From an optimization exercise on the open Yosys and OpenROAD flow, aimed at small area, a short achievable clock period and few clock cycles per item; shortcuts taken in it are not production practice. RTL that was checked went through simulation tests only; none was proved equivalent to the original. The RTL of runs 1 to 3 was laid out without a check of its function.

## flow/design.v (module list and top-level ports; edited modules follow where they fit)
// module loop_frame: 490 lines
// module lf_mac32: 1765 lines
// module lf_mac33: 1793 lines
// module lf_add33: 127 lines
module loop_frame (
    input  wire        clk,
    input  wire        rst,
    input  wire        cmd_valid,
    output wire        cmd_ready,
    input  wire [1:0]  cmd_op,
    input  wire [5:0]  cmd_addr,
    input  wire [31:0] cmd_data,
    input  wire [31:0] in_y,
    input  wire [31:0] in_r,
    input  wire [31:0] in_x1,
    input  wire [31:0] in_x2,
    input  wire [31:0] in_x3,
    output reg         out_valid,
    output reg  [31:0] out_value,
    output reg  [1:0]  out_lim,
    output reg  [11:0] out_flags
);
  // ...
==> flow/flow/run.sh <==
#!/bin/bash
# Layout flow: the standard ORFS flow (standard.sh), with repair_timing aimed
# at a setup slack margin so that the critical paths are sized for a short period.
# The clock period and all constraints stay the design's. Each make/tool output
# goes to its own log in this folder (ORFS also keeps its per-step logs under orfs/logs).
set -euo pipefail
MARGIN=24
bash standard.sh SYNTH_ARGS=-noabc SETUP_SLACK_MARGIN=$MARGIN synth > flow_synth.log 2>&1
bash standard.sh SETUP_SLACK_MARGIN=$MARGIN floorplan > flow_floorplan.log 2>&1
bash standard.sh SETUP_SLACK_MARGIN=$MARGIN place > flow_place.log 2>&1
bash standard.sh SETUP_SLACK_MARGIN=$MARGIN cts > flow_cts.log 2>&1
bash standard.sh SETUP_SLACK_MARGIN=$MARGIN route > flow_route.log 2>&1
bash standard.sh SETUP_SLACK_MARGIN=$MARGIN finish > flow_finish.log 2>&1
==> flow/standard.sh <==
#!/bin/bash
# synth_recipe.tcl (not shown) runs the flow's synth.tcl, then flattens the netlist and writes it again
# the make line also repeats each setting of config.mk as NAME=value (left out here)
make -C /OpenROAD-flow-scripts/flow DESIGN_CONFIG=/design/flow/config.mk WORK_HOME=/design/flow/orfs CLKGATE_MAP_FILE= SYNTH_SCRIPT=/design/flow/synth_recipe.tcl "${@:-finish}"
==> flow/config.mk <==
export PLATFORM = sky130hd
export DESIGN_NAME = loop_frame
export DESIGN_NICKNAME = loop_frame
export VERILOG_FILES = /design/flow/design.v
export SDC_FILE = /design/flow/constraint.sdc
export NUM_CORES = 8
export LEC_CHECK = 0
export ABC_AREA = 1
export CAP_MARGIN = 20
export CORE_MARGIN = 2
export CORE_UTILIZATION = 40
export SLEW_MARGIN = 20
export TNS_END_PERCENT = 0
==> flow/constraint.sdc <==
create_clock -name core_clock -period 32.0 [get_ports {clk}]
set_input_delay 6.4000 -clock core_clock [delete_from_list [all_inputs] [get_ports {clk}]]
set_output_delay 6.4000 -clock core_clock [all_outputs]
set_load 0.01 [all_outputs]
==> run summary, run 1 <==
* Hold Buf Count CTS at 0
* PnR worst setup slack at 23.17 ns
* Reg2Reg Setup Slack at 23.17 ns
* Global routing usage on met1 at 44.71%
* N_taps at 8671
* Highest Signal Layer: met5
* Status: complete, no violations
* CTS tree: built
* # port buffers at 250
* Tcrit/Tclk final at 27.59%
* CP endpoint kind: flop
* Slowest library cell on the worst path: fa_2
* CP endpoint: xq4[13]
* Crit path buf inv count at 4
* Fraction of area in multi-input gates at 63.06%
* # setup viols final at 0
* Synth top area share at 19.87%
* Clock transition at path regs at 0.07 ns
* Die Area at 0.6619 mm²
* Commonest non-fill, non-tap cell in the layout: nand2_1
* Detail Route met3 WL at 157800 µm
* Total CTS buffers at 321
* DR iter-0 viols at 33240
* Largest family of logic cells by synthesized area: adder cells
* Largest area contributor in the netlist: fa_1
* Initial Util at 40.11%
* Min-delay worst type: flop to flop
* Initial antenna violation count at 130
* WL met2 at 530700 µm
* Fmax at 113.3 MHz
* CP top delay family: adder cells
* Root Driver: clkbuf_16
* Simple-gate share of the synthesized area at 14.03%
* Nonclk inv count at 3382
==> module loop_frame, before the edit <==
module loop_frame (
    input  wire        clk,
    input  wire        rst,
    input  wire        cmd_valid,
    output wire        cmd_ready,
    input  wire [1:0]  cmd_op,
    input  wire [5:0]  cmd_addr,
    input  wire [31:0] cmd_data,
    input  wire [31:0] in_y,
    input  wire [31:0] in_r,
    input  wire [31:0] in_x1,
    input  wire [31:0] in_x2,
    input  wire [31:0] in_x3,
    output reg         out_valid,
    output reg  [31:0] out_value,
    output reg  [1:0]  out_lim,
    output reg  [11:0] out_flags
);
    localparam [31:0] SMAX = 32'h7fffffff;
    localparam [31:0] SMIN = 32'h80000000;
    localparam [31:0] ONE  = 32'h01000000;
    localparam F_SHAPE = 0, F_ERROR = 1, F_PID = 2, F_INTEG = 3, F_BQ0 = 4,
               F_BQ1 = 5, F_BQ2 = 6, F_BQ3 = 7, F_FF = 8, F_CLAMP = 9,
               F_RATE = 10, F_PSAT = 11;
    function [31:0] sat33;
        input [32:0] x;
        begin
            if (x[32] != x[31]) sat33 = x[32] ? SMIN : SMAX;
            else sat33 = x[31:0];
        end
    endfunction
    function ov33;
        input [32:0] x;
        begin
            ov33 = (x[32] != x[31]);
        end
    endfunction
    function [31:0] sat34;
        input [33:0] x;
        begin
            if (x[33] & ~(&x[32:31])) sat34 = SMIN;
            else if (~x[33] & (|x[32:31])) sat34 = SMAX;
            else sat34 = x[31:0];
        end
    endfunction
    function ov34;
        input [33:0] x;
        begin
            ov34 = (x[33] & ~(&x[32:31])) | (~x[33] & (|x[32:31]));
        end
    endfunction
    function [32:0] sx33;
        input [31:0] v;
        begin
            sx33 = {v[31], v};
        end
    endfunction
    function [33:0] sx34;
        input [31:0] v;
        begin
            sx34 = {{2{v[31]}}, v};
        end
    endfunction
    function [64:0] mrow;
        input        ai;
        input [64:0] acc;
        input [31:0] add;
        begin
            mrow = ai ? acc : {9'd0, ~add[31], add[30:0], 1'b0, 23'h7fffff};
        end
    endfunction
    reg  [5:0] sl;
    wire [5:0] sl_n = {sl[4:0], sl[5]};
    reg        init;
    reg        rdy;
    reg        cv_q, acc_q, rst_q;
    reg  [1:0] op_q;
    reg  [5:0] ad_q;
    assign cmd_ready = rdy;
    wire acc_cmd   = rdy & ~rst;
    wire acc_frame = acc_cmd & (op_q != 2'd3);
    wire acc_wr    = acc_cmd & (op_q == 2'd3);
    reg       vA, vB, vC;
    reg [1:0] opA, opB, opC;
    wire nA = vA & (opA == 2'd0), pA = vA & (opA == 2'd1), wA = nA | pA;
    wire nB = vB & (opB == 2'd0), pB = vB & (opB == 2'd1), wB = nB | pB;
    wire nC = vC & (opC == 2'd0), pC = vC & (opC == 2'd1), wC = nC | pC;
    wire vA_n = sl[0] ? acc_frame : vA;
    wire vB_n = sl[0] ? vA : vB;
    wire vC_n = sl[0] ? vB : (vC & ~sl[1]);
    wire pB_n = sl[0] ? pA : pB;
    reg       rg_v;
    reg [1:0] rg_u;      
    reg [5:0] rg_s;
    always @(*) begin
        rg_v = 1'b1; rg_u = 2'd0; rg_s = 6'd0;
        case (ad_q)
            6'd0:  begin rg_u = 2'd0; rg_s = 6'b000100; end    
            6'd2:  begin rg_u = 2'd0; rg_s = 6'b100000; end    
            6'd3:  begin rg_u = 2'd1; rg_s = 6'b100000; end    
            6'd4:  begin rg_u = 2'd2; rg_s = 6'b100000; end    
            6'd16: begin rg_u = 2'd0; rg_s = 6'b000010; end    
            6'd17: begin rg_u = 2'd1; rg_s = 6'b000010; end    
            6'd18: begin rg_u = 2'd1; rg_s = 6'b010000; end    
            6'd19: begin rg_u = 2'd1; rg_s = 6'b001000; end    
            6'd20: begin rg_u = 2'd1; rg_s = 6'b000001; end    
            6'd21: begin rg_u = 2'd1; rg_s = 6'b000100; end    
            6'd22: begin rg_u = 2'd2; rg_s = 6'b000100; end    
            6'd23: begin rg_u = 2'd3; rg_s = 6'b000100; end    
            6'd24: begin rg_u = 2'd2; rg_s = 6'b001000; end    
            6'd25: begin rg_u = 2'd3; rg_s = 6'b001000; end    
            6'd26: begin rg_u = 2'd0; rg_s = 6'b001000; end    
            6'd27: begin rg_u = 2'd0; rg_s = 6'b010000; end    
            6'd28: begin rg_u = 2'd2; rg_s = 6'b000001; end    
            6'd29: begin rg_u = 2'd0; rg_s = 6'b000001; end    
            6'd30: begin rg_u = 2'd2; rg_s = 6'b000010; end    
            6'd31: begin rg_u = 2'd2; rg_s = 6'b010000; end    
            6'd32: begin rg_u = 2'd3; rg_s = 6'b010000; end    
            6'd33: begin rg_u = 2'd3; rg_s = 6'b000001; end    
            6'd34: begin rg_u = 2'd3; rg_s = 6'b100000; end    
            6'd35: begin rg_u = 2'd3; rg_s = 6'b000010; end    
            default: rg_v = 1'b0;
        endcase
    end
    wire wr_plain  = (ad_q == 6'd1) | (ad_q == 6'd5) | (ad_q == 6'd6) | (ad_q == 6'd7) |
                     (ad_q == 6'd8) | (ad_q == 6'd9) | (ad_q == 6'd10) | (ad_q == 6'd11) |
                     (ad_q == 6'd12) | (ad_q == 6'd13) | (ad_q == 6'd62);
    wire busy_n = vA_n | vB_n | vC_n;
    wire init_n = init & ~sl[5];
    wire wr_ok  = rg_v ? (~busy_n & (|(sl_n & rg_s))) :
                  wr_plain ? ~busy_n : 1'b1;
    wire cmd_ok = (op_q != 2'd3) ? sl_n[0] : wr_ok;
    always @(posedge clk) begin
        if (rst) begin
            sl   <= 6'b000001;
            init <= 1'b1;
            rdy  <= 1'b0;
            cv_q <= 1'b0;
            acc_q <= 1'b0;
            rst_q <= 1'b1;
            vA   <= 1'b0;
            vB   <= 1'b0;
            vC   <= 1'b0;
            opA  <= 2'd0;
            opB  <= 2'd0;
            opC  <= 2'd0;
        end else begin
            sl   <= sl_n;
            init <= init_n;
            rdy  <= cv_q & ~acc_q & ~rst_q & ~acc_cmd & ~init_n & cmd_ok;
            cv_q <= cmd_valid;
            acc_q <= acc_cmd;
            rst_q <= 1'b0;
            vC   <= vC_n;
            if (sl[0]) begin
                vB  <= vA;
                opC <= opB;
                opB <= opA;
                vA  <= acc_frame;
                opA <= op_q;
            end
        end
    end
    always @(posedge clk) begin
        op_q <= cmd_op;
        ad_q <= cmd_addr;
    end
    reg [191:0] ring0, ring1, ring2, ring4;
    wire [31:0] c0 = ring0[31:0], c1 = ring1[31:0], c2 = ring2[31:0], c4 = ring4[31:0];
    wire wr_r0 = acc_wr & rg_v & (rg_u == 2'd0);
    wire wr_r1 = acc_wr & rg_v & (rg_u == 2'd1);
    wire wr_r2 = acc_wr & rg_v & (rg_u == 2'd2);
    wire wr_r4 = acc_wr & rg_v & (rg_u == 2'd3);
    wire [31:0] def0 = (sl[1] | sl[2] | sl[3]) ? ONE : 32'd0;
    wire [31:0] def1 = sl[2] ? ONE : 32'd0;
    wire [31:0] def2 = sl[4] ? ONE : 32'd0;
    always @(posedge clk) begin
        ring0 <= {wr_r0 ? cmd_data : (init ? def0 : c0), ring0[191:32]};
        ring1 <= {wr_r1 ? cmd_data : (init ? def1 : c1), ring1[191:32]};
        ring2 <= {wr_r2 ? cmd_data : (init ? def2 : c2), ring2[191:32]};
        ring4 <= {wr_r4 ? cmd_data : (init ? 32'd0 : c4), ring4[191:32]};
    end
    reg [31:0] p_dr, p_bias, p_k1, p_k2, p_k3, p_omin, p_omax, p_du, p_ostart;
    reg        p_rev;
    always @(posedge clk) begin
        if (rst) begin
            p_dr     <= SMAX;
            p_bias   <= 32'd0;
            p_k1     <= 32'd0;
            p_k2     <= 32'd0;
            p_k3     <= 32'd0;
            p_omin   <= SMIN;
            p_omax   <= SMAX;
            p_du     <= SMAX;
            p_ostart <= 32'd0;
            p_rev    <= 1'b0;
        end else if (acc_wr) begin
            case (ad_q)
                6'd1:  p_dr     <= cmd_data;
                6'd5:  p_bias   <= cmd_data;
                6'd6:  p_k1     <= cmd_data;
                6'd7:  p_k2     <= cmd_data;
                6'd8:  p_k3     <= cmd_data;
                6'd9:  p_omin   <= cmd_data;
                6'd10: p_omax   <= cmd_data;
                6'd11: p_du     <= cmd_data;
                6'd12: p_ostart <= cmd_data;
                6'd13: p_rev    <= cmd_data[0];
                default: ;
            endcase
        end
    end
    reg [31:0] r_q, y_q, x1_q, x2_q, x3_q, t_q;
    reg [31:0] p_q, gi_q, d_q, f_q, u_q;
    reg [31:0] b0_q, b1_q, b2_q, b3_q;
    reg [64:0] acc0, acc1, acc2, acc3, acc4;
    reg [11:0] flA, flB;
    reg [31:0] st_rs, st_eprev, st_i;
    reg [31:0] s1_0, s1_1, s1_2, s1_3, s2_0, s2_1, s2_2, s2_3;
    reg        st_fz;
    reg       g0, i0, t0, a0s11, a0s12, a0s22, a0u;
    reg       g1, i1, t1, a1s20, a1s11, a1u;
    reg       g2, i2, t2, a2s21, a2s13, a2u;
    reg       i3, t3, a3b, y3k1, y3k2, x3x1, x3x2;
    reg       g4, i4, t4, a4s23;
    always @(posedge clk) begin
        i0    <= sl_n[0];
        g0    <= sl_n[0] | ((sl_n[1] | sl_n[3]) & pB_n);
        t0    <= sl_n[4];
        a0s11 <= sl_n[1] & ~pB_n;
        a0s12 <= sl_n[3] & ~pB_n;
        a0u   <= (sl_n[1] | sl_n[3]) & pB_n;
        a0s22 <= sl_n[4];
        i1    <= sl_n[0] | sl_n[3];
        g1    <= sl_n[0] | sl_n[3] | (sl_n[2] & pB_n);
        t1    <= sl_n[1] | sl_n[4];
        a1s20 <= sl_n[1];
        a1s11 <= sl_n[2] & ~pB_n;
        a1u   <= sl_n[2] & pB_n;
        i2    <= sl_n[1] | sl_n[3];
        g2    <= sl_n[1] | sl_n[3] | (sl_n[4] & pB_n);
        t2    <= sl_n[0] | sl_n[2];
        a2s21 <= sl_n[2];
        a2s13 <= sl_n[4] & ~pB_n;
        a2u   <= sl_n[4] & pB_n;
        i3    <= sl_n[2] | sl_n[5];
        t3    <= sl_n[1] | sl_n[2];
        a3b   <= sl_n[1];
        y3k1  <= sl_n[1];
        y3k2  <= sl_n[2];
        x3x1  <= sl_n[1];
        x3x2  <= sl_n[2];
        i4    <= sl_n[1] | sl_n[3] | sl_n[5];
        g4    <= sl_n[1] | sl_n[3] | sl_n[5];
        t4    <= sl_n[0] | sl_n[2] | sl_n[4];
        a4s23 <= sl_n[4];
    end
    reg  [31:0] xq0, xq1, xq4;
    reg  [32:0] xq2;
    wire [31:0] ad0 = ({32{a0s11}} & s1_0) | ({32{a0s12}} & s1_2) | ({32{a0s22}} & s2_2) | ({32{a0u}} & u_q);
    wire [31:0] ad1 = ({32{a1s20}} & s2_0) | ({32{a1s11}} & s1_1) | ({32{a1u}} & u_q);
    wire [31:0] ad2 = ({32{a2s21}} & s2_1) | ({32{a2s13}} & s1_3) | ({32{a2u}} & u_q);
    wire [31:0] ad3 = {32{a3b}} & p_bias;
    wire [31:0] ad4 = {32{a4s23}} & s2_3;
    wire [31:0] xu3 = x3x1 ? x1_q : (x3x2 ? x2_q : x3_q);
    wire [31:0] c3  = y3k1 ? p_k1 : (y3k2 ? p_k2 : p_k3);
    wire [64:0] z0, z1, z2, z3, z4;
    wire [31:0] r0, r1, r2, r3, r4;
    wire        s0, s1, s2, s3, s4;
    lf_mac32 u0 (.x(xq0), .y(c0), .neg(g0), .row(mrow(i0, acc0, ad0)), .st(t0), .z(z0), .r(r0), .s(s0));
    lf_mac32 u1 (.x(xq1), .y(c1), .neg(g1), .row(mrow(i1, acc1, ad1)), .st(t1), .z(z1), .r(r1), .s(s1));
    lf_mac33 u2 (.x(xq2), .y(c2), .neg(g2), .row(mrow(i2, acc2, ad2)), .st(t2), .z(z2), .r(r2), .s(s2));
    lf_mac32 u3 (.x(xu3), .y(c3), .neg(1'b0), .row(mrow(i3, acc3, ad3)), .st(t3), .z(z3), .r(r3), .s(s3));
    lf_mac32 u4 (.x(xq4), .y(c4), .neg(g4), .row(mrow(i4, acc4, ad4)), .st(t4), .z(z4), .r(r4), .s(s4));
    wire [32:0] dr_full;
    lf_add33 a_dr (.a(sx33(r_q)), .b(~sx33(st_rs)), .ci(1'b1), .s(dr_full));
    wire [31:0] dr_new   = sat33(dr_full);
    wire [31:0] step_q   = p_q;
    wire [32:0] st_pl    = sx33(step_q) + sx33(p_dr);
    wire [32:0] st_mi    = sx33(p_dr) - sx33(step_q);
    wire        sel_dr   = p_dr[31] | st_mi[32];
    wire        sel_nd   = ~p_dr[31] & st_pl[32];
    wire [31:0] step_c   = sel_dr ? p_dr : (sel_nd ? ~p_dr : step_q);
    wire [32:0] rs_full;
    lf_add33 a_rs (.a(sx33(st_rs)), .b(sx33(step_c)), .ci(sel_nd), .s(rs_full));
    wire [31:0] e_pa     = p_rev ? y_q : st_rs;
    wire [31:0] e_pb     = p_rev ? st_rs : y_q;
    wire [32:0] e_full   = sx33(e_pa) - sx33(e_pb);
    wire [31:0] e_new    = sat33(e_full);
    wire [32:0] ed_new   = sx33(e_new) - sx33(st_eprev);
    wire        gi_pos   = ~gi_q[31] & (|gi_q[30:0]);
    wire        i_cond   = ~((out_lim == 2'b01) & gi_pos) & ~((out_lim == 2'b11) & gi_q[31]);
    wire [32:0] i_full   = sx33(st_i) + sx33(gi_q);
    wire [31:0] i_new    = i_cond ? sat33(i_full) : st_i;
    wire [32:0] pd       = sx33(p_q) + sx33(d_q);
    wire [33:0] u_full   = {pd[32], pd} + sx34(i_new);
    wire [32:0] pu_full  = sx33(t_q) - sx33(f_q);
    wire [31:0] pu       = sat33(pu_full);
    wire [33:0] pi_full  = sx34(pu) - {pd[32], pd};
    wire [31:0] u_new    = pA ? pu : sat34(u_full);
    reg  [32:0] h1_q, l1_q;
    reg  [31:0] bmin_q, prev_q;
    wire [32:0] lo_q, hi_q;
    lf_add33 a_lo (.a(sx33(prev_q)), .b(~sx33(p_du)), .ci(1'b1), .s(lo_q));
    lf_add33 a_hi (.a(sx33(prev_q)), .b(sx33(p_du)), .ci(1'b0), .s(hi_q));
    always @(posedge clk) begin
        if (sl[0] & pA) prev_q <= t_q;
        if (sl[1] & ~pB) prev_q <= out_value;
        bmin_q <= ($signed(p_omin) < $signed(p_omax)) ? p_omin : p_omax;
        h1_q <= ($signed(sx33(p_omax)) < $signed(hi_q)) ? sx33(p_omax) : hi_q;
        l1_q <= ($signed(lo_q) > $signed(sx33(bmin_q))) ?
                    (($signed(lo_q) < $signed(hi_q)) ? lo_q : hi_q) :
                    (($signed(sx33(bmin_q)) < $signed(hi_q)) ? sx33(bmin_q) : hi_q);
    end
    wire [32:0] v_full;
    lf_add33 a_v (.a(sx33(pB ? u_q : b3_q)), .b(sx33(f_q)), .ci(1'b0), .s(v_full));
    wire [31:0] v_sat    = sat33(v_full);
    wire [32:0] hh       = ($signed(h1_q) > $signed(l1_q)) ? h1_q : l1_q;
    wire        v_gt_hh  = $signed(sx33(v_sat)) > $signed(hh);
    wire        v_lt_l1  = $signed(sx33(v_sat)) < $signed(l1_q);
    wire [1:0]  lim_new  = v_gt_hh ? 2'b01 : (v_lt_l1 ? 2'b11 : 2'b00);
    wire [32:0] w_rt     = v_lt_l1 ? l1_q : (v_gt_hh ? hh : sx33(v_sat));
    wire        v_gt_mx  = $signed(v_sat) > $signed(p_omax);
    wire        v_lt_bm  = $signed(v_sat) < $signed(bmin_q);
    wire [31:0] o_val    = v_gt_mx ? p_omax : (v_lt_bm ? bmin_q : v_sat);
    reg  [31:0] o_q;
    reg  [32:0] wrt_q;
    reg         ovo_q;
    always @(posedge clk) begin
        if (sl[5]) begin
            o_q   <= o_val;
            wrt_q <= w_rt;
            ovo_q <= v_gt_mx | v_lt_bm;
        end
    end
    wire [32:0] w_m      = ($signed(wrt_q) > $signed(sx33(p_omax))) ? sx33(p_omax) : wrt_q;
    wire [32:0] w_fin    = ($signed(w_m) < $signed(sx33(bmin_q))) ? sx33(bmin_q) : w_m;
    wire        f_clamp  = ovo_q | (w_fin != wrt_q);
    wire        f_rate   = (wrt_q != sx33(o_q));
    wire lreset = acc_wr & (ad_q == 6'd62);
    always @(posedge clk) begin
        if (sl[0]) begin
            r_q  <= in_r;
            y_q  <= in_y;
            x1_q <= in_x1;
            x2_q <= in_x2;
            x3_q <= in_x3;
            t_q  <= cmd_data;
        end
        p_q    <= r0;
        gi_q   <= r1;
        d_q    <= st_fz ? 32'd0 : r2;
        if (sl[5]) f_q <= r3;
        if (sl[0]) u_q <= u_new;
        if (sl[1]) b0_q <= r0;
        if (sl[2]) b1_q <= r1;
        if (sl[3]) b2_q <= r0;
        if (sl[4]) b3_q <= r2;
        if (t0) acc0 <= z0;
        if (t1) acc1 <= z1;
        acc2 <= z2;
        if (t3) acc3 <= z3;
        acc4 <= z4;
        case (1'b1)
            sl[0]: begin
                xq0 <= u_new;                    
                xq1 <= u_new;                    
                xq2 <= sx33(pB ? xq2[31:0] : b2_q);     
                xq4 <= pB ? xq4 : b3_q;          
            end
            sl[1]: begin
                xq0 <= dr_new;                   
                xq1 <= pB ? u_q : r0;            
                xq2 <= sx33(r0);                 
                xq4 <= pB ? u_q : r0;            
            end
            sl[2]: begin
                xq0 <= pB ? u_q : r1;            
                xq1 <= b0_q;                     
                xq2 <= sx33(r1);                 
                xq4 <= pB ? u_q : r1;            
            end
            sl[3]: begin
                xq0 <= b1_q;                     
                xq1 <= u_q;                      
                xq2 <= sx33(pB ? u_q : r0);      
                xq4 <= r0;                       
            end
            sl[4]: begin
                xq0 <= e_new;                    
                xq1 <= e_new;                    
                xq2 <= ed_new;                   
                xq4 <= r2;                       
            end
            default: begin
                xq0 <= b2_q;                     
                xq1 <= pB ? u_q : b0_q;          
                xq2 <= sx33(pB ? u_q : b1_q);    
                xq4 <= pB ? u_q : b2_q;          
            end
        endcase
    end
    always @(posedge clk) begin
        if (rst) begin
            st_rs <= 32'd0; st_eprev <= 32'd0; st_i <= 32'd0; st_fz <= 1'b0;
            s1_0 <= 32'd0; s1_1 <= 32'd0; s1_2 <= 32'd0; s1_3 <= 32'd0;
            s2_0 <= 32'd0; s2_1 <= 32'd0; s2_2 <= 32'd0; s2_3 <= 32'd0;
            out_value <= 32'd0; out_lim <= 2'd0;
        end else if (lreset) begin
            st_rs <= cmd_data; st_eprev <= 32'd0; st_i <= 32'd0;
            s1_0 <= 32'd0; s1_1 <= 32'd0; s1_2 <= 32'd0; s1_3 <= 32'd0;
            s2_0 <= 32'd0; s2_1 <= 32'd0; s2_2 <= 32'd0; s2_3 <= 32'd0;
            out_value <= p_ostart; out_lim <= 2'd0;
        end else begin
            if (sl[3] & vA) st_rs <= sat33(rs_full);
            if (sl[5] & vA) st_fz <= (opA == 2'd2);
            if (sl[5] & wA) st_eprev <= xq0;
            if (sl[0] & nA) st_i <= i_new;
            if (sl[0] & pA) st_i <= sat34(pi_full);
            if (sl[1] & pB) s1_0 <= r0;
            if (sl[3] & nB) s1_0 <= r1;
            if (sl[0] & wB) s2_0 <= r1;
            if (sl[2] & pB) s1_1 <= r1;
            if (sl[3] & nB) s1_1 <= r2;
            if (sl[3] & wB) s2_1 <= r4;
            if (sl[3] & pB) s1_2 <= r0;
            if (sl[0] & nB) s1_2 <= r0;
            if (sl[1] & wC) s2_2 <= r2;
            if (sl[4] & pB) s1_3 <= r2;
            if (sl[5] & nB) s1_3 <= r4;
            if (sl[1] & wC) s2_3 <= r4;
            if (sl[5] & wB) out_lim <= lim_new;
            if (sl[0] & wB) out_value <= w_fin[31:0];
        end
    end
    always @(posedge clk) begin
        if (rst) begin
            out_valid <= 1'b0;
            out_flags <= 12'd0;
            flA <= 12'd0;
            flB <= 12'd0;
        end else begin
            out_valid <= sl[1] & vC;
            if (sl[0]) begin
                out_flags <= flB
                           | ((nB & s0) ? (12'd1 << F_BQ2) : 12'd0)
                           | ((wB & s1) ? (12'd1 << F_BQ0) : 12'd0)
                           | ((wB & f_clamp) ? (12'd1 << F_CLAMP) : 12'd0)
                           | ((wB & f_rate) ? (12'd1 << F_RATE) : 12'd0);
                flB <= flA
                     | ((nA & i_cond & ov33(i_full)) ? (12'd1 << F_INTEG) : 12'd0)
                     | ((nA & ov34(u_full)) ? (12'd1 << F_PID) : 12'd0)
                     | ((pA & (ov33(pu_full) | ov34(pi_full))) ? (12'd1 << F_PSAT) : 12'd0);
                flA <= 12'd0;
            end else begin
                case (1'b1)
                    sl[1]: begin
                        if (vA & ov33(dr_full)) flA[F_SHAPE] <= 1'b1;
                        if (wB & s0) flB[F_BQ0] <= 1'b1;
                        if (wC & s2) out_flags[F_BQ2] <= 1'b1;
                        if (wC & s4) out_flags[F_BQ3] <= 1'b1;
                    end
                    sl[2]: begin
                        if (vA & s0) flA[F_SHAPE] <= 1'b1;
                        if (wB & s1) flB[F_BQ1] <= 1'b1;
                    end
                    sl[3]: begin
                        if (vA & ov33(rs_full)) flA[F_SHAPE] <= 1'b1;
                        if (wB & s0) flB[F_BQ2] <= 1'b1;
                        if (nB & s1) flB[F_BQ0] <= 1'b1;
                        if (nB & s2) flB[F_BQ1] <= 1'b1;
                        if (wB & s4) flB[F_BQ1] <= 1'b1;
                    end
                    sl[4]: begin
                        if (wA & ov33(e_full)) flA[F_ERROR] <= 1'b1;
                        if (wB & s2) flB[F_BQ3] <= 1'b1;
                    end
                    sl[5]: begin
                        if (wA & (s0 | (s2 & ~st_fz))) flA[F_PID] <= 1'b1;
                        if (nA & s1) flA[F_INTEG] <= 1'b1;
                        if (wA & s3) flA[F_FF] <= 1'b1;
                        if (nB & s4) flB[F_BQ3] <= 1'b1;
                        if (wB & ov33(v_full)) flB[F_FF] <= 1'b1;
                    end
                    default: ;
                endcase
            end
        end
    end
endmodule
==> run 2, diff against run 1 <==
--- a/flow/design.v
+++ b/flow/design.v
@@ -78,5 +78,5 @@
     reg  [5:0] ad_q;
     assign cmd_ready = rdy;
-    wire acc_cmd   = rdy & ~rst;
+    wire acc_cmd   = rdy;
     wire acc_frame = acc_cmd & (op_q != 2'd3);
     wire acc_wr    = acc_cmd & (op_q == 2'd3);
@@ -184,5 +184,5 @@
     reg        p_rev;
     always @(posedge clk) begin
-        if (rst) begin
+        if (rst_q) begin
             p_dr     <= SMAX;
             p_bias   <= 32'd0;
@@ -334,7 +334,8 @@
         end
     end
-    wire [32:0] w_m      = ($signed(wrt_q) > $signed(sx33(p_omax))) ? sx33(p_omax) : wrt_q;
-    wire [32:0] w_fin    = ($signed(w_m) < $signed(sx33(bmin_q))) ? sx33(bmin_q) : w_m;
-    wire        f_clamp  = ovo_q | (w_fin != wrt_q);
+    wire        w_gt_mx  = $signed(wrt_q) > $signed(sx33(p_omax));
+    wire        w_lt_bm  = $signed(wrt_q) < $signed(sx33(bmin_q));
+    wire [31:0] w_fin    = w_gt_mx ? p_omax : (w_lt_bm ? bmin_q : wrt_q[31:0]);
+    wire        f_clamp  = ovo_q | w_gt_mx | w_lt_bm;
     wire        f_rate   = (wrt_q != sx33(o_q));
     wire lreset = acc_wr & (ad_q == 6'd62);
@@ -402,5 +403,5 @@
     end
     always @(posedge clk) begin
-        if (rst) begin
+        if (rst_q) begin
             st_rs <= 32'd0; st_eprev <= 32'd0; st_i <= 32'd0; st_fz <= 1'b0;
             s1_0 <= 32'd0; s1_1 <= 32'd0; s1_2 <= 32'd0; s1_3 <= 32'd0;
@@ -431,5 +432,5 @@
             if (sl[1] & wC) s2_3 <= r4;
             if (sl[5] & wB) out_lim <= lim_new;
-            if (sl[0] & wB) out_value <= w_fin[31:0];
+            if (sl[0] & wB) out_value <= w_fin;
         end
     end
==> run summary, run 2 <==
* Post-route cell area at 0.2967 mm² (was 0.2977 mm²)
* Largest area contributor in the netlist: fa_1 (unchanged)
* FF-to-FF End: xq1[31] (was xq4[13])
* Reg-to-Reg Start: a0s11 (was xq2[26])
* Layout Skew at 0.1365 ns (was 0.2012 ns)
* Total gr overflow at 0 (unchanged)
* Area grow syn2layout at 13.17% (was 13.54%)
* Top cell by count, worst path: nand2_1 (unchanged)
* Pre-antenna DRT Iters at 8 (was 13)
* Min-delay worst type: flop to flop (unchanged)
* Startpoint class of the critical path: flop (unchanged)
* Most frequent cell after synthesis: nand2_1 (unchanged)
* Die H at 813.6 µm (about the same)
* Commonest non-fill, non-tap cell in the layout: nand2_1 (unchanged)
* Synth warn at 1 (unchanged)
* Clock transition at path regs at 0.08 ns (was 0.07 ns)
* Tcrit/Tclk final at 28.11% (was 27.59%)
* Number of global-route vias before repair at 237700 (was 238400)
* Rel. slew slack at 9.771% (was 17.75%)
* Syn Nets at 36170 (was 36140)
* Top FF cell, synth: dfxtp_1 (unchanged)
* Site row count at 297 (unchanged)
* Placed cells at 39350 (was 39270)
* GRT Max-Usage Layer: met2 (unchanged)
* Worst slew pin tran at 1.353 ns (was 1.221 ns)
* Final WL at 1341000 µm (was 1276000 µm)
* Synth cell count leaders: nand2_1, inv_1, xor2_1 (unchanged)
* Clock Tree Buf Depth at 4 (unchanged)
* Simple-gate share of the synthesized area at 14.27% (was 14.03%)
* FF-to-FF path depth at 30 (unchanged)
* Core box area at 0.6537 mm² (unchanged)
* Final #Nets at 35670 (was 35660)
* CP Class: flop to flop (unchanged)
* DRC Markers at 0 (unchanged)
* Post-route ant nets at 0 (unchanged)
* Final setup TNS at 0 ns (unchanged)
* Total number of vias at 248800 (about the same)
* Area contributors post-synth: fa_1, dfxtp_1, xor2_1 (unchanged)
* Final min period at 8.996 ns (was 8.830 ns)
* Die Area at 0.6620 mm² (was 0.6619 mm²)
* Fill count at 63910 (was 63580)
* First-pass GRT wire length at 1851000 µm (was 1770000 µm)
* Max stage delay on crit path at 0.86 ns (was 0.64 ns)
* Initial antenna violation count at 181 (was 130)
* Die W at 813.6 µm (about the same)
* Largest net degree at the start of global routing at 185 (was 154)
* Sequential area share after synthesis at 23.14% (about the same)
* CTS tree: built (unchanged)
* Synth top area share at 19.87% (about the same)
* Total CTS buffers at 328 (was 321)
* Met2 Use GR at 56.86% (was 53.99%)
* EDFF count, synth at 740 (unchanged)
* Layout cell share with drive strength beyond 1 at 9.892% (was 9.862%)
* Post-DP HPWL at 977800 µm (was 907400 µm)
* Ys async rst share at 0% (unchanged)
* H-tree Lvls at 5 (unchanged)
* Root Driver: clkbuf_16 (unchanged)
* Final-report hold violation count at 0 (unchanged)
* I/O pins at 251 (unchanged)
* Via/cell ratio at 6.154 (was 6.158)
* RSZ-0062 raised after global routing: yes (unchanged)
* Mapped Area at 0.2622 mm² (about the same)
* Post-Synthesis Cells at 31770 (was 31740)
* Worst EP required at 32.61 ns (about the same)
* Hold Buf Count CTS at 0 (unchanged)
* Max Slew Vio Count at 0 (unchanged)
* CP endpoint: xq1[31] (was xq4[13])
* GPL Wtd Cong at 1.087 (about the same)
* Fmax at 111.2 MHz (was 113.3 MHz)
* Global routing usage on met1 at 49.53% (was 44.71%)
* Commonest cells after routing, fill and taps aside: nand2_1, inv_1, xor2_1, fa_1, o22ai_1 (unchanged)
* Synth Area in XOR/XNOR at 11.47% (was 11.49%)
* FF/Latch Area at 0.06086 mm² (was 0.06081 mm²)
* Unique masters post-synth at 76 (was 81)
* CP endpoint kind: flop (unchanged)
* Hold slack at 0.2656 ns (was 0.2933 ns)
* Syn Area/Cell at 8.252 µm² (was 8.260 µm²)
* Final std cells w/o fill at 40440 (was 40400)
* Maxcap violations at 0 (unchanged)
* Crit. Startpoint: a0s11 (was xq2[26])
* Initial Util at 40.11% (about the same)
* CP max FO at 18 (was 32)
* CTS Sinks at 2660 (unchanged)
* Placed cell area at 0.2748 mm² (was 0.2746 mm²)
* Reg2Reg Setup Slack at 23.00 ns (was 23.17 ns)
* Clock Latency Late Sink at 1.13 ns (was 1.17 ns)
* GR Util met3 at 11.72% (was 12.42%)
* Status: complete, no violations (unchanged)
* Post-Place Setup Slack at 19.97 ns (was 20.23 ns)
* Post-synthesis mux area share at 0.03484% (was 0.01909%)
* Synth Register Bits at 2660 (unchanged)
* Multi-input logic area at 0.1871 mm² (was 0.1877 mm²)
* PnR worst setup slack at 23.00 ns (was 23.17 ns)
* Crit path DAT at 9.61 ns (was 9.44 ns)
* Slowest library cell on the worst path: o21ai_0 (was fa_2)
* DR iter-0 viols at 34350 (was 33240)
* WL per Instance at 33.16 µm (was 31.59 µm)
* Post-Synth Adder-Cell Area at 27.46% (was 27.47%)
* Largest family of logic cells by synthesized area: adder cells (unchanged)
* # port buffers at 250 (unchanged)
* Total track usage at 39.10% (was 36.97%)
* # setup viols final at 0 (unchanged)
* Compound-cell area share of the yosys netlist at 15.73% (was 15.94%)
run 2: cell types whose count changed after synthesis, moves of 28 or more:
| cell | before | now |
|---|---|---|
| a211oi_1 | 134 | 97 |
| a21oi_1 | 1593 | 1556 |
| clkbuf_1 | 1643 | 1615 |
| nand2_1 | 5502 | 5709 |
| nand2_2 | 69 | 126 |
| nand3_1 | 1076 | 963 |
| o211ai_1 | 204 | 332 |
| o21ai_0 | 1744 | 1668 |
| or2_2 | 250 | 290 |
| xnor2_1 | 224 | 255 |
| xor2_1 | 3211 | 3170 |
run 2: cell families after synthesis:
| kind of cell | after synthesis |
|---|---|
| XOR/XNOR | 3429 |
| flip-flops | 2660 |
| AND/OR/NAND/NOR | 9011 |
| AO/OA/AOI/OAI | 7044 |
| multiplexers | 9 |
| buffers and inverters | 5426 |
| adder cells (fa/ha/maj) | 4194 |
run 2: final cells by class:
type                    count  area share (%)
multi-input cells       23700           63.06
flip-flops and latches   2660           20.51
repair buffers           1212           4.406
inverters                3370           4.341
well taps                8671           3.656
clock buffers             430           3.117
clock inverters           176          0.7181
diodes                    214          0.1805
repair inverters            3        0.006325
run 2: how the worst min path moves through the flow:
stage	from	end	slack, ns	depth (start not counted)
after global placement	ring4[154]	ring4[122]	0.31	0
after floorplan	ring0[32]	ring0[0]	0.31	0
final	ring4[35]	ring4[3]	0.27	0
after detailed placement	ring2[173]	ring2[141]	0.31	0
after CTS	ring4[35]	ring4[3]	0.29	0
after global routing	ring4[35]	ring4[3]	0.29	0
run 2: what timing repair did:
item / CTS / global route
endpoints found under the setup margin: 939 / 924
buffers inserted: 161 / 34
pin swaps: 127 / 81
gates cloned: 59 / 10
gates resized for setup: 1315 / 221
hold endpoints to repair: 0 / 0
run 2: routing by layer:
| metal | part of all wire, % | wire length, µm | vias to the layer above |
|---|---|---|---|
| met5 | 0.035 | 473 | - |
| met4 | 8.7 | 116500 | 74 |
| met3 | 12 | 158100 | 4274 |
| met2 | 41 | 555000 | 17400 |
| met1 | 38 | 510700 | 122300 |
| li1 | - | - | 104800 |
run 2: metrics by stage:
step / util (%)
floorplan: -
global placement: 42.04
detailed placement: 42.05
CTS: 45.07
global route: 45.33
finish: 45.39
run 2: worst max-delay path, delay by kind of cell (launching register included):
kind,cells,cell delay (ns)
AO/OA/AOI/OAI,5,1.91
flip-flops,1,0.32
buffers and inverters,6,1.31
adder cells (fa/ha/maj),5,2.46
AND/OR/NAND/NOR,14,2.37
==> run 3, diff against run 2 <==
--- a/flow/flow/run.sh
+++ b/flow/flow/run.sh
@@ -5,5 +5,5 @@
 # goes to its own log in this folder (ORFS also keeps its per-step logs under orfs/logs).
 set -euo pipefail
-MARGIN=24
+MARGIN=25
 bash standard.sh SYNTH_ARGS=-noabc SETUP_SLACK_MARGIN=$MARGIN synth > flow_synth.log 2>&1
 bash standard.sh SETUP_SLACK_MARGIN=$MARGIN floorplan > flow_floorplan.log 2>&1
==> run summary, run 3 <==
* Initial Util at 40.11% (unchanged)
* Post-Synth Adder-Cell Area at 27.46% (unchanged)
* Syn Nets at 36170 (unchanged)
* Final setup TNS at 0 ns (unchanged)
* Post-synthesis mux area share at 0.03484% (unchanged)
* First-pass GRT wire length at 1851000 µm (unchanged)
* Mapped Area at 0.2622 mm² (unchanged)
* WL per Instance at 33.16 µm (unchanged)
* Total track usage at 39.10% (unchanged)
* Die Area at 0.6620 mm² (unchanged)
* Area grow syn2layout at 13.17% (unchanged)
* Initial antenna violation count at 181 (unchanged)
* Die H at 813.6 µm (unchanged)
* Compound-cell area share of the yosys netlist at 15.73% (unchanged)
* Total CTS buffers at 328 (unchanged)
* Final #Nets at 35670 (unchanged)
* Fmax at 111.2 MHz (unchanged)
* GPL Wtd Cong at 1.087 (unchanged)
* Commonest cells after routing, fill and taps aside: nand2_1, inv_1, xor2_1, fa_1, o22ai_1 (unchanged)
* Layout Skew at 0.1365 ns (unchanged)
* I/O pins at 251 (unchanged)
* CTS Sinks at 2660 (unchanged)
* Clock transition at path regs at 0.08 ns (about the same)
* Largest family of logic cells by synthesized area: adder cells (unchanged)
* Tcrit/Tclk final at 28.11% (unchanged)
* Simple-gate share of the synthesized area at 14.27% (unchanged)
* Ys async rst share at 0% (unchanged)
* Sequential area share after synthesis at 23.14% (unchanged)
* Site row count at 297 (unchanged)
* Rel. slew slack at 9.771% (unchanged)
* Post-DP HPWL at 977800 µm (unchanged)
* Final min period at 8.996 ns (unchanged)
* Most frequent cell after synthesis: nand2_1 (unchanged)
* Layout cell share with drive strength beyond 1 at 9.892% (unchanged)
* Via/cell ratio at 6.154 (unchanged)
* # setup viols final at 0 (unchanged)
* Maxcap violations at 0 (unchanged)
* Max stage delay on crit path at 0.86 ns (about the same)
* Commonest non-fill, non-tap cell in the layout: nand2_1 (unchanged)
* Multi-input logic area at 0.1871 mm² (unchanged)
* Pre-antenna DRT Iters at 8 (unchanged)
* Min-delay worst type: flop to flop (unchanged)
* Max Slew Vio Count at 0 (unchanged)
* Area contributors post-synth: fa_1, dfxtp_1, xor2_1 (unchanged)
* Slowest library cell on the worst path: o21ai_0 (unchanged)
* Clock Tree Buf Depth at 4 (unchanged)
* CP top delay family: adder cells (unchanged)
* # port buffers at 250 (unchanged)
* Top cell by count, worst path: nand2_1 (unchanged)
* Crit path buf inv count at 6 (unchanged)
* Final WL at 1341000 µm (unchanged)
* Largest area contributor in the netlist: fa_1 (unchanged)
* Hold Buf Count CTS at 0 (unchanged)
* Synth Register Bits at 2660 (unchanged)
* CTS tree: built (unchanged)
* Root Driver: clkbuf_16 (unchanged)
* Syn Area/Cell at 8.252 µm² (unchanged)
* Core box area at 0.6537 mm² (unchanged)
* Worst slew pin tran at 1.353 ns (unchanged)
* Synth Area in XOR/XNOR at 11.47% (unchanged)
* DRC Markers at 0 (unchanged)
* Post-Synthesis Cells at 31770 (unchanged)
* Total gr overflow at 0 (unchanged)
* H-tree Lvls at 5 (unchanged)
* CP Class: flop to flop (unchanged)
* Crit path DAT at 9.61 ns (about the same)
* Worst EP required at 32.61 ns (about the same)
* Top FF cell, synth: dfxtp_1 (unchanged)
* FF/Latch Area at 0.06086 mm² (unchanged)
* DR iter-0 viols at 34350 (unchanged)
* Synth warn at 1 (unchanged)
* Largest net degree at the start of global routing at 185 (unchanged)
* CP max FO at 18 (unchanged)
* CP endpoint kind: flop (unchanged)
* Synth top area share at 19.87% (unchanged)
* Fill count at 63910 (unchanged)
* Final-report hold violation count at 0 (unchanged)
* Unique masters post-synth at 76 (unchanged)
* EDFF count, synth at 740 (unchanged)
* Die W at 813.6 µm (unchanged)
* RSZ-0062 raised after global routing: yes (unchanged)
* Post-route ant nets at 0 (unchanged)
* Number of global-route vias before repair at 237700 (unchanged)
* Clock Latency Late Sink at 1.13 ns (about the same)
* Synth cell count leaders: nand2_1, inv_1, xor2_1 (unchanged)
* Status: complete, no violations (unchanged)
* Total number of vias at 248800 (unchanged)
* Startpoint class of the critical path: flop (unchanged)
## run 3: cell counts after synthesis
No cell type changed its count.
## run 3: timing repair
| action | CTS | global route |
|---|---|---|
| pin swaps | 127 | 81 |
| setup buffers | 161 | 34 |
| cloned | 59 | 10 |
| setup endpoints to repair | 1347 | 1377 |
| resized for setup | 1315 | 221 |
## run 3: cell type report
class                           instances  area share, %
Antenna cell                          214         0.1805
Clock buffer                          430          3.117
Timing Repair Buffer                 1212          4.406
Clock inverter                        176         0.7181
Multi-Input combinational cell      23700          63.06
Tap cell                             8671          3.656
Timing Repair inverter                  3       0.006325
Inverter                             3370          4.341
Sequential cell                      2660          20.51
## run 3: per-stage QoR
| step | setup WS [ns] | cell area (µm²) | std cells | hold slack [ns] | utilization (%) |
|---|---|---|---|---|---|
| final | 23.00 | 296700 | 40440 | 0.2656 | 45.39 |
| after global routing | 22.93 | 296300 | 40260 | 0.2871 | 45.33 |
| after CTS | 23.39 | 294600 | 40180 | 0.2858 | 45.07 |
| after detailed placement | 19.97 | 274800 | 39350 | 0.3121 | 42.05 |
| after global placement | 19.76 | 274800 | 39350 | 0.3095 | 42.04 |
| after floorplan | 24.13 | 262200 | 31770 | 0.3096 | - |
## run 3: per-layer routing
metal  vias up  global-route usage, %  wire length [µm]
li1     104800                      -                 -
met1    122300                  49.53            510700
met2     17400                  56.86            555000
met3      4274                  11.72            158100
met4        74                  27.48            116500
met5         -                 0.1304               473
## run 3: logic make-up after synthesis
group / after synthesis
AO/OA/AOI/OAI: 7044
XOR/XNOR: 3429
adder cells (fa/ha/maj): 4194
buffers and inverters: 5426
flip-flops: 2660
multiplexers: 9
AND/OR/NAND/NOR: 9011
## run 3: worst paths after layout
kind | start | endpoint | slack [ns] | cells after the start
worst max-delay path | a0s11 | xq1[31] | 23.00 | 30
worst min-delay path | ring4[35] | ring4[3] | 0.27 | 0
worst max register to register | a0s11 | xq1[31] | 23.00 | 30
worst min register to register | ring4[35] | ring4[3] | 0.27 | 0
## run 3: worst reg2reg max path, delay by kind of cell (launching register included)
| kind | cells | cell delay, ns |
|---|---|---|
| compound gates | 5 | 1.93 |
| buf+inv | 6 | 1.39 |
| flops | 1 | 0.32 |
| fa+ha+maj | 5 | 2.46 |
| simple gates | 14 | 2.38 |
==> run 4, diff against run 3 <==
--- a/flow/design.v
+++ b/flow/design.v
@@ -367,6 +367,6 @@
                 xq0 <= u_new;                    
                 xq1 <= u_new;                    
-                xq2 <= sx33(pB ? xq2[31:0] : b2_q);     
-                xq4 <= pB ? xq4 : b3_q;          
+                xq2 <= sx33(pB ? u_q : b2_q);    
+                xq4 <= pB ? u_q : b3_q;          
             end
             sl[1]: begin
==> flow/flow/run.sh (replaced) <==
#!/bin/bash
# Layout flow: the standard ORFS flow (standard.sh), with repair_timing aimed
# at a setup slack margin so that the critical paths are sized for a short period.
# The clock period and all constraints stay the design's. Each make/tool output
# goes to its own log in this folder (ORFS also keeps its per-step logs under orfs/logs).
set -euo pipefail
MARGIN=24
bash standard.sh SYNTH_ARGS=-noabc SETUP_SLACK_MARGIN=$MARGIN MATCH_CELL_FOOTPRINT=0 synth > flow_synth.log 2>&1
bash standard.sh SETUP_SLACK_MARGIN=$MARGIN MATCH_CELL_FOOTPRINT=0 floorplan > flow_floorplan.log 2>&1
bash standard.sh SETUP_SLACK_MARGIN=$MARGIN MATCH_CELL_FOOTPRINT=0 place > flow_place.log 2>&1
bash standard.sh SETUP_SLACK_MARGIN=$MARGIN MATCH_CELL_FOOTPRINT=0 cts > flow_cts.log 2>&1
bash standard.sh SETUP_SLACK_MARGIN=$MARGIN MATCH_CELL_FOOTPRINT=0 route > flow_route.log 2>&1
bash standard.sh SETUP_SLACK_MARGIN=$MARGIN MATCH_CELL_FOOTPRINT=0 finish > flow_finish.log 2>&1
==> run summary, run 4 <==
* Status: complete, no violations (unchanged)
* Util after Layout at 45.86% (was 45.39%)
* Synth top area share at 20.00% (was 19.87%)
* Mapped Area at 0.2605 mm² (was 0.2622 mm²)
* Top FF cell, synth: dfxtp_1 (unchanged)
* Initial antenna violation count at 151 (was 181)
* Commonest non-fill, non-tap cell in the layout: nand2_1 (unchanged)
* Unique masters post-synth at 77 (was 76)
* Area grow syn2layout at 14.29% (was 13.17%)
* Slowest library cell on the worst path: o21ai_0 (unchanged)
* Commonest cells after routing, fill and taps aside: nand2_1, inv_1, xor2_1, fa_1, o22ai_1 (unchanged)
* Total track usage at 38.70% (was 39.10%)
* CP Class: flop to flop (unchanged)
* # port buffers at 250 (unchanged)
* EDFF count, synth at 677 (was 740)
* Site row count at 296 (was 297)
* Total number of vias at 245900 (was 248800)
* Largest area contributor in the netlist: fa_1 (unchanged)
* Total gr overflow at 0 (unchanged)
* Fmax at 114.8 MHz (was 111.2 MHz)
* Final std cells w/o fill at 40170 (was 40440)
* Clock Latency Late Sink at 1.11 ns (was 1.13 ns)
* Placed cells at 39010 (was 39350)
* Die W at 811.0 µm (was 813.6 µm)
* Final WL at 1321000 µm (was 1341000 µm)
* Core box area at 0.6492 mm² (was 0.6537 mm²)
* Post-Synthesis Cells at 31490 (was 31770)
* DR iter-0 viols at 32690 (was 34350)
* Final setup TNS at 0 ns (unchanged)
* Die Area at 0.6577 mm² (was 0.6620 mm²)
* CP endpoint kind: flop (unchanged)
* Worst slew pin tran at 1.233 ns (was 1.353 ns)
* CTS Sinks at 2660 (unchanged)
* Die H at 811.0 µm (was 813.6 µm)
* Final-report hold violation count at 0 (unchanged)
* Total CTS buffers at 324 (was 328)
* WL per Instance at 32.89 µm (was 33.16 µm)
* Post-route ant nets at 0 (unchanged)
* Hold Buf Count CTS at 0 (unchanged)
* Initial Util at 40.13% (was 40.11%)
* Synth cell count leaders: nand2_1, inv_1, xor2_1 (unchanged)
* Layout Skew at 0.1092 ns (was 0.1365 ns)
* Post-DP HPWL at 949600 µm (was 977800 µm)
* Synth warn at 1 (unchanged)
* Max stage delay on crit path at 0.79 ns (was 0.86 ns)
* Area contributors post-synth: fa_1, dfxtp_1, xor2_1 (unchanged)
* Clock transition at path regs at 0.06 ns (was 0.08 ns)
* Layout cell share with drive strength beyond 1 at 10.88% (was 9.892%)
* GPL Wtd Cong at 1.038 (was 1.087)
* Worst EP required at 32.73 ns (was 32.61 ns)
* PnR worst setup slack at 23.29 ns (was 23.00 ns)
* Final min period at 8.714 ns (was 8.996 ns)
* Ys async rst share at 0% (unchanged)
* Tcrit/Tclk final at 27.23% (was 28.11%)
* RSZ-0062 raised after global routing: yes (unchanged)
* Synth Register Bits at 2660 (unchanged)
* Final #Nets at 35520 (was 35670)
* Top cell by count, worst path: nand2_1 (unchanged)
* Pre-antenna DRT Iters at 10 (was 8)
* Rel. slew slack at 17.38% (was 9.771%)
* Syn Area/Cell at 8.272 µm² (was 8.252 µm²)
* Via/cell ratio at 6.122 (was 6.154)
* Maxcap violations at 0 (unchanged)
* Number of global-route vias before repair at 236300 (was 237700)
* Min-delay worst type: flop to flop (unchanged)
* CP max FO at 54 (was 18)
* Startpoint class of the critical path: flop (unchanged)
* Root Driver: clkbuf_16 (unchanged)
* DRC Markers at 0 (unchanged)
* Crit path DAT at 9.45 ns (was 9.61 ns)
* Post-Place Setup Slack at 19.84 ns (was 19.97 ns)
* Most frequent cell after synthesis: nand2_1 (unchanged)
* Syn Nets at 35890 (was 36170)
* Max Slew Vio Count at 0 (unchanged)
* I/O pins at 251 (unchanged)
* Clock Tree Buf Depth at 4 (unchanged)
* H-tree Lvls at 5 (unchanged)
* CTS tree: built (unchanged)
* Largest net degree at the start of global routing at 141 (was 185)
* Sequential area share after synthesis at 23.04% (was 23.14%)
* First-pass GRT wire length at 1829000 µm (was 1851000 µm)
* # setup viols final at 0 (unchanged)
==> run 4: critical path, delay by kind of cell (launching register included) <==
family,cells,cell delay (ns)
AOI/OAI and AO/OA,4,1.36
adders and majority gates,6,2.76
buffers and inverters,4,0.92
DFF,1,0.67
and+or+nand+nor,16,2.53
==> run 4: cells by family (layout without fill, tap and decap cells) <==
logic type	after synthesis	count (layout)	share of synthesized area, %
AOI/OAI and AO/OA	7286	7289	16.34
xor gates and xnor gates	3419	3419	11.51
adders and majority gates	4192	4192	27.63
buffers and inverters	5357	5246	7.817
DFF	2660	2660	23.04
muxes	22	22	0.09510
other	0	128	0
and+or+nand+nor	8556	8570	13.56
==> run 4: final timing paths <==
check | startpoint | endpoint | slack (ns) | cells after the start
min | ring0[170] | ring0[138] | 0.28 | 0
max | t0 | xq1[14] | 23.29 | 30
max reg2reg | t0 | xq1[14] | 23.29 | 30
min reg2reg | ring0[170] | ring0[138] | 0.28 | 0
==> run 4: what timing repair did <==
| action | 4_1_cts | 5_1_grt |
|---|---|---|
| endpoints found under the setup margin | 1042 | 935 |
| resized for setup | 1931 | 314 |
| pin swaps | 266 | 138 |
| cloned | 87 | 12 |
| setup buffers | 261 | 63 |
==> run 4: stage by stage <==
stage / instance area [µm²] / hold WS (ns)
final: 297700 / 0.2810
after global routing: 297500 / 0.2909
after CTS: 295100 / 0.2826
after detailed placement: 272900 / 0.3121
after global placement: 272800 / 0.3095
after floorplan: 260500 / 0.3096
==> run 4: layer usage <==
metal / share of wire, % / GRT usage [%] / up-vias
met5: 0.048 / 0 / -
met4: 8.0 / 25.47 / 94
met3: 12 / 10.85 / 3766
met2: 42 / 56.58 / 16490
met1: 39 / 49.92 / 121300
li1: - / - / 104200
==> run 4: cell type report <==
class	instances	area, µm²
clock buffers	427	9140
repair inverters	5	37.54
fillers	63280	351500
repair buffers	1344	14860
clock inverters	176	1947
multi-input cells	23490	187500
inverters	3294	12770
flip-flops and latches	2660	60290
diodes	128	320.3
well taps	8642	10810
Testbench counts of run 4, summed over its fixed seeds: cycles 9,704, frames 1,600.
==> run 5, diff against run 4 <==
--- a/flow/config.mk
+++ b/flow/config.mk
@@ -10,4 +10,5 @@
 export CORE_MARGIN = 2
 export CORE_UTILIZATION = 40
+export PLACE_DENSITY = 0.7
 export SLEW_MARGIN = 20
 export TNS_END_PERCENT = 0
==> run summary, run 5 <==
* Largest area contributor in the netlist: fa_1 (unchanged)
* Min-delay worst type: flop to flop (unchanged)
* Startpoint class of the critical path: flop (unchanged)
* Total track usage at 34.96% (was 38.70%)
* Status: complete, no violations (unchanged)
* Mapped Area at 0.2605 mm² (unchanged)
* EDFF count, synth at 677 (unchanged)
* Tcrit/Tclk final at 26.90% (was 27.23%)
* CP max FO at 19 (was 54)
* Commonest non-fill, non-tap cell in the layout: nand2_1 (unchanged)
* Pre-antenna DRT Iters at 12 (was 10)
* Compound-cell area share of the yosys netlist at 16.34% (unchanged)
* Final WL at 1217000 µm (was 1321000 µm)
* Synth Register Bits at 2660 (unchanged)
* I/O pins at 251 (unchanged)
* WL per Instance at 30.38 µm (was 32.89 µm)
* Largest family of logic cells by synthesized area: adder cells (unchanged)
* Rel. slew slack at 13.26% (was 17.38%)
* DRC Markers at 0 (unchanged)
* Reg2Reg Setup Slack at 23.39 ns (was 23.29 ns)
* Worst EP required at 32.77 ns (was 32.73 ns)
* First-pass GRT wire length at 1693000 µm (was 1829000 µm)
* Post-Synthesis Cells at 31490 (unchanged)
* Syn Area/Cell at 8.272 µm² (unchanged)
* Synth warn at 1 (unchanged)
* Layout cell share with drive strength beyond 1 at 9.933% (was 10.88%)
* Total gr overflow at 0 (unchanged)
* Hold Buf Count CTS at 0 (unchanged)
* Post-DP HPWL at 866400 µm (was 949600 µm)
* Clock Tree Buf Depth at 4 (unchanged)
* Unique masters post-synth at 77 (unchanged)
* Simple-gate share of the synthesized area at 13.56% (unchanged)
* Hold slack at 0.2922 ns (was 0.2810 ns)
* Clock Latency Late Sink at 1.09 ns (was 1.11 ns)
* Synth cell count leaders: nand2_1, inv_1, xor2_1 (unchanged)
* Final min period at 8.607 ns (was 8.714 ns)
* Via/cell ratio at 6.261 (was 6.122)
* Maxcap violations at 0 (unchanged)
* Initial Util at 40.13% (unchanged)
* Largest net degree at the start of global routing at 112 (was 141)
* Final setup TNS at 0 ns (unchanged)
* GPL Wtd Cong at 1.087 (was 1.038)
* Max stage delay on crit path at 0.52 ns (was 0.79 ns)
* # port buffers at 250 (unchanged)
* Crit path DAT at 9.38 ns (was 9.45 ns)
* CTS Sinks at 2660 (unchanged)
* Die W at 811.0 µm (unchanged)
* RSZ-0062 raised after global routing: yes (unchanged)
* Fmax at 116.2 MHz (was 114.8 MHz)
* # setup viols final at 0 (unchanged)
* Sequential area share after synthesis at 23.04% (unchanged)
* Final #Nets at 35370 (was 35520)
* Area grow syn2layout at 13.22% (was 14.29%)
* Commonest cells after routing, fill and taps aside: nand2_1, inv_1, xor2_1, fa_1, o22ai_1 (unchanged)
* Post-synthesis mux area share at 0.09510% (unchanged)
* Synth Area in XOR/XNOR at 11.51% (unchanged)
* Die H at 811.0 µm (unchanged)
* Clock transition at path regs at 0.07 ns (was 0.06 ns)
* CP endpoint kind: flop (unchanged)
* DR iter-0 viols at 37610 (was 32690)
* Area contributors post-synth: fa_1, dfxtp_1, xor2_1 (unchanged)
* Initial antenna violation count at 161 (was 151)
* Post-route ant nets at 0 (unchanged)
* Final-report hold violation count at 0 (unchanged)
* Total CTS buffers at 309 (was 324)
* Top FF cell, synth: dfxtp_1 (unchanged)
* Synth top area share at 20.00% (unchanged)
* Worst slew pin tran at 1.301 ns (was 1.233 ns)
* Ys async rst share at 0% (unchanged)
* Post-Synth Adder-Cell Area at 27.63% (unchanged)
* Number of global-route vias before repair at 240500 (was 236300)
* H-tree Lvls at 5 (unchanged)
* Core box area at 0.6492 mm² (unchanged)
* Max Slew Vio Count at 0 (unchanged)
* Total number of vias at 250900 (was 245900)
* Syn Nets at 35890 (unchanged)
* Die Area at 0.6577 mm² (unchanged)
* Root Driver: clkbuf_16 (unchanged)
* Layout Skew at 0.1367 ns (was 0.1092 ns)
* Site row count at 296 (unchanged)
* Top cell by count, worst path: fa_1 (was nand2_1)
* CP Class: flop to flop (unchanged)
* Slowest library cell on the worst path: fa_1 (was o21ai_0)
* CTS tree: built (unchanged)
* Most frequent cell after synthesis: nand2_1 (unchanged)
[run 5: final timing paths]
| kind | cells after the start | endpoint | from |
|---|---|---|---|
| setup / recovery | 29 | xq1[2] | xq0[31] |
| hold / removal | 0 | ring0[158] | ring0[190] |
| setup reg to reg | 29 | xq1[2] | xq0[31] |
| hold reg to reg | 0 | ring0[158] | ring0[190] |
[run 5: area by class of cell]
class | count | area, µm²
Timing Repair inverter | 7 | 65.06
Multi-Input combinational cell | 23490 | 187000
Clock buffer | 414 | 8792
Fill cell | 62370 | 354300
Tap cell | 8642 | 10810
Clock inverter | 159 | 2022
Timing Repair Buffer | 1218 | 13020
Antenna cell | 186 | 465.4
Inverter | 3294 | 12590
Sequential cell | 2660 | 60200
[run 5: critical path, delay by kind of cell, from the launching register on]
kind	cells	cell delay (ns)
AND/OR/NAND/NOR	8	1.40
buffers and inverters	7	1.68
AO/OA/AOI/OAI	7	1.72
XOR/XNOR	1	0.13
flip-flops	1	0.31
adder cells (fa/ha/maj)	6	2.95
[run 5: cells by family after synthesis]
group	count (synthesis)
buffers and inverters	5357
adder cells (fa/ha/maj)	4192
AO/OA/AOI/OAI	7286
XOR/XNOR	3419
AND/OR/NAND/NOR	8556
flip-flops	2660
multiplexers	22
[run 5: stage by stage]
step | util, % | std cells | setup slack, ns | instance area [µm²]
after detailed placement | 41.98 | 38960 | 20.66 | 272600
after global placement | 41.98 | 38960 | 20.57 | 272500
after floorplan | - | 31490 | 24.21 | 260500
after global routing | 45.39 | 39960 | 23.30 | 294700
final | 45.43 | 40070 | 23.39 | 294900
after CTS | 44.49 | 39680 | 23.57 | 288900
[run 5: timing repair]
action,in CTS,in global routing
resized for setup,1083,769
buffers inserted,109,162
endpoints found under the setup margin,985,908
pin swaps,70,190
gates cloned,32,41
[run 5: per-layer routing]
layer / wire (µm) / share of wire, % / global-route usage [%] / vias up
met1: 418000 / 34 / 40.85 / 120300
met4: 125900 / 10 / 28.70 / 93
met2: 495700 / 41 / 50.15 / 20560
li1: - / - / - / 103900
met5: 1035 / 0.085 / 0.09497 / -
met3: 176400 / 14 / 14.27 / 6066

afterwards: timing with drivers on the ports:
How much do the figures lean on ideal ports? The routed layouts below were timed once more, with nothing changed but the port constraints. Step 1, drivers: a clkbuf_16 drives clk and a buf_2 each remaining input, both assumed. Step 2 adds t to the input delays and takes it off the output delays; t is the mean of the earliest and latest rising clock arrival at the registers after step 1. Input paths then give back, and output paths get back, about the clock's delay inside the block. Slacks: ideal ports / drivers / drivers and shift; pairs: ideal ports / drivers.
run | shift t [ns] | setup WS [ns] | worst hold slack (ns)
run 1 | 1.207 | 23.170 / 23.170 / 22.189 | 0.293 / 0.293 / 0.293
run 2 | 1.219 | 23.004 / 23.004 / 22.682 | 0.266 / 0.266 / 0.266
run 3 | 1.219 | 23.004 / 23.004 / 22.682 | 0.266 / 0.266 / 0.266
run 4 | 1.196 | 23.286 / 23.286 / 22.625 | 0.281 / 0.281 / 0.281
run 5 | 1.156 | 23.393 / 23.393 / 22.640 | 0.292 / 0.292 / 0.292
After both steps setup and hold are still met in every run listed. For run 1, which loses most, drivers alone change the setup slack by 0.000 ns; drivers and shift together by -0.981 ns.
